This is an optimization exercise on Yosys and OpenROAD, whose aim is small area, a short achievable clock period and few clock cycles per item, not a production implementation.
At most, simulation tests tie the RTL to the original design; equivalence was not proved.

Design lpe_lane, start of the top module:
module lpe_lane (
    input  wire        clk,
    input  wire        rst,
    input  wire        start,
    output reg         done,
    input  wire [2:0]  mode,           
    input  wire        action,         
    input  wire        split,          
    input  wire        first,          
    input  wire        sp_track_cfg,   
    input  wire        sp_track_act,   
    input  wire [2:0]  sp_src,         
    input  wire        sp_stale,       
    input  wire        ff_en,          
    input  wire        trk_en,         
    input  wire        out_loop,       
    input  wire        out2_loop,      
    input  wire [31:0] kpv,  input wire [4:0] s_kpv,
    input  wire [31:0] opv,
    input  wire [31:0] ksp,  input wire [4:0] s_ksp,
    input  wire [31:0] osp,
    input  wire [31:0] kp,   input wire [4:0] s_kp,
    input  wire [31:0] ki,   input wire [4:0] s_ki,
    input  wire [31:0] kd,   input wire [4:0] s_kd,
    input  wire [31:0] kdf,  input wire [4:0] s_kdf,
    input  wire [31:0] kff,  input wire [4:0] s_kff,
    input  wire [31:0] kout, input wire [4:0] s_kout,
    input  wire [31:0] oout,
    input  wire [31:0] kout2, input wire [4:0] s_kout2,
    input  wire [31:0] oout2,
    input  wire [31:0] spmin,
    input  wire [31:0] spmax,
    input  wire [31:0] sprate,
    input  wire [31:0] imin,
    input  wire [31:0] imax,
    input  wire [31:0] omin,
    input  wire [31:0] omax,
    input  wire [31:0] orate,
    input  wire [31:0] dband,
    input  wire [31:0] fixed_sp,
    input  wire [31:0] x_in,
    input  wire [31:0] sp_in,
    input  wire [31:0] ff_in,
    input  wire [31:0] trk_in,
    input  wire [31:0] pv_last,
    input  wire [31:0] sp_last,
    input  wire [31:0] out_last,
    input  wire [31:0] d_last,
    input  wire [47:0] i_last,
    input  wire [31:0] man_out,
    output reg  [31:0] pv_new,
    output reg  [31:0] sp_new,
    output reg  [31:0] out_new,
    output reg  [31:0] d_new,
    output reg  [47:0] i_new,
    output reg  [31:0] err,
    output reg  [31:0] code,
    output reg  [31:0] code2,
    output reg         emit,
    output reg         sat,
  ...
For scale: ~15000 cells after synthesis, about 1400 I/O pins, roughly 0.11 mm² of cells after synthesis.
export LEC_CHECK = 0
export ABC_AREA = 1
export CAP_MARGIN = 20
export CORE_MARGIN = 2
export CORE_UTILIZATION = 35
export SLEW_MARGIN = 20
create_clock -name core_clock -period 33.0 [get_ports {clk}]
standard.sh (not shown) runs the stock make flow with config.mk's settings and CLKGATE_MAP_FILE= SYNTH_SCRIPT=/design/flow/synth_recipe.tcl, a recipe that flattens the netlist after the stock synthesis.
==> flow/flow/run.sh <==
#!/bin/bash
set -euo pipefail
bash standard.sh SETUP_SLACK_MARGIN=22 "BUFFER_PORTS_ARGS=-buffer_cell sky130_fd_sc_hd__buf_1" finish > make.log 2>&1
The baseline finished but fails on max-capacitance violations, max-slew violations.
Then changed:
- CAP_MARGIN: 20 -> 30
- SLEW_MARGIN: 20 -> 30
What happened: With this change the flow passed the timing, design-rule and antenna checks. Area after synthesis stays the same. Wire length stays flat. Die area does not change. First-iteration DRC count went up by about 2.3%. Via count went up by about 0.5%. Cell area is higher by 0.31%. Flip-flop and latch count stays the same.
Function was not checked in any run of this note: the RTL went through the layout flow alone.


== job 101 ==
Another version of the RTL of lpe_lane (not shown whole).
## lpe_lane
module lpe_lane (
    input  wire        clk,
    input  wire        rst,
    input  wire        start,
    output reg         done,
    input  wire [2:0]  mode,           
    input  wire        action,         
    input  wire        split,          
    input  wire        first,          
    input  wire        sp_track_cfg,   
    input  wire        sp_track_act,   
    input  wire [2:0]  sp_src,         
    input  wire        sp_stale,       
    input  wire        ff_en,          
    input  wire        trk_en,         
    input  wire        out_loop,       
    input  wire        out2_loop,      
    input  wire [31:0] kpv,  input wire [4:0] s_kpv,
    input  wire [31:0] opv,
    input  wire [31:0] ksp,  input wire [4:0] s_ksp,
    input  wire [31:0] osp,
    input  wire [31:0] kp,   input wire [4:0] s_kp,
    input  wire [31:0] ki,   input wire [4:0] s_ki,
    input  wire [31:0] kd,   input wire [4:0] s_kd,
    input  wire [31:0] kdf,  input wire [4:0] s_kdf,
    input  wire [31:0] kff,  input wire [4:0] s_kff,
    input  wire [31:0] kout, input wire [4:0] s_kout,
    input  wire [31:0] oout,
    input  wire [31:0] kout2, input wire [4:0] s_kout2,
    input  wire [31:0] oout2,
    input  wire [31:0] spmin,
    input  wire [31:0] spmax,
    input  wire [31:0] sprate,
    input  wire [31:0] imin,
    input  wire [31:0] imax,
    input  wire [31:0] omin,
    input  wire [31:0] omax,
    input  wire [31:0] orate,
    input  wire [31:0] dband,
    input  wire [31:0] fixed_sp,
    input  wire [31:0] x_in,
    input  wire [31:0] sp_in,
    input  wire [31:0] ff_in,
    input  wire [31:0] trk_in,
    input  wire [31:0] pv_last,
    input  wire [31:0] sp_last,
    input  wire [31:0] out_last,
    input  wire [31:0] d_last,
    input  wire [47:0] i_last,
    input  wire [31:0] man_out,
    output reg  [31:0] pv_new,
    output reg  [31:0] sp_new,
    output reg  [31:0] out_new,
    output reg  [31:0] d_new,
    output reg  [47:0] i_new,
    output reg  [31:0] err,
    output reg  [31:0] code,
    output reg  [31:0] code2,
    output reg         emit,
    output reg         sat,
    output reg         i_clamp,
    output reg         rate_lim
);
clock: 33.0 ns
lec_check: 0
abc_area: 1
cap_margin: 30
core_margin: 2
core_utilization: 35
slew_margin: 30
tns_end_percent: 30
Scripts as last shown in full above: flow/flow/run.sh
Testbench counts of job 101, summed over its fixed seeds: cycles 65,577, items 8,000.
[inputs] job 102 vs job 101
- a deleted TNS_END_PERCENT that had been 30
- Diff job 101 -> job 102: arrival time of data at the critical path endpoint decreased by 310 ps relative to the old numbers; wire length of the first global-routing pass neither gained nor lost much; overall via count from detail_route flat.
- Diff job 101 -> job 102: die area flat; worst relative slew slack moved down.
- Looking at job 101 and job 102, the global-route usage is a wash.
- As far as multi-input combinational area share is concerned, job 101 and job 102 perform about the same.
- Of the two values seen for capture point of the worst path, code2[31] was produced by job 102 and off[16] by job 101.
- [job 102] number of resized instances in the post-cts repair step rose about 2.3% relative to job 101
- Routing usage on met1: job 102 vs job 101 — no meaningful difference
- Area growth from synthesis to layout was lower in the run labelled job 101.

## afterwards: timing with drivers on the ports
In the flow no input, the clock included, has a driving cell. The finished layouts below were timed again as built, in two steps.
Step 1 assumes that a clkbuf_16 drives the clock port and a buf_2 every other input.
Step 2 times the ports against the registers' clock, not the clock port: input delays grow and output delays shrink by t, the midpoint of the rising clock arrivals with the driver on.
a / b / c = ideal / step 1 / step 2; a / b = the first two.
run | t (ns) | setup WS [ns] | slew at the worst register clock pin (ns)
the first run of note 1 | 0.999 | 21.859 / 21.859 / 21.047 | 0.09 / 0.09
the second run of note 1 | 1.015 | 21.719 / 21.824 / 20.809 | 0.08 / 0.08
job 101 | 1.028 | 21.782 / 21.782 / 20.943 | 0.08 / 0.08
job 102 | 1.012 | 21.916 / 21.968 / 20.956 | 0.08 / 0.08
The setup slack of job 102, which loses most, moves by +0.052 ns with the drivers and by -0.960 ns with both steps.
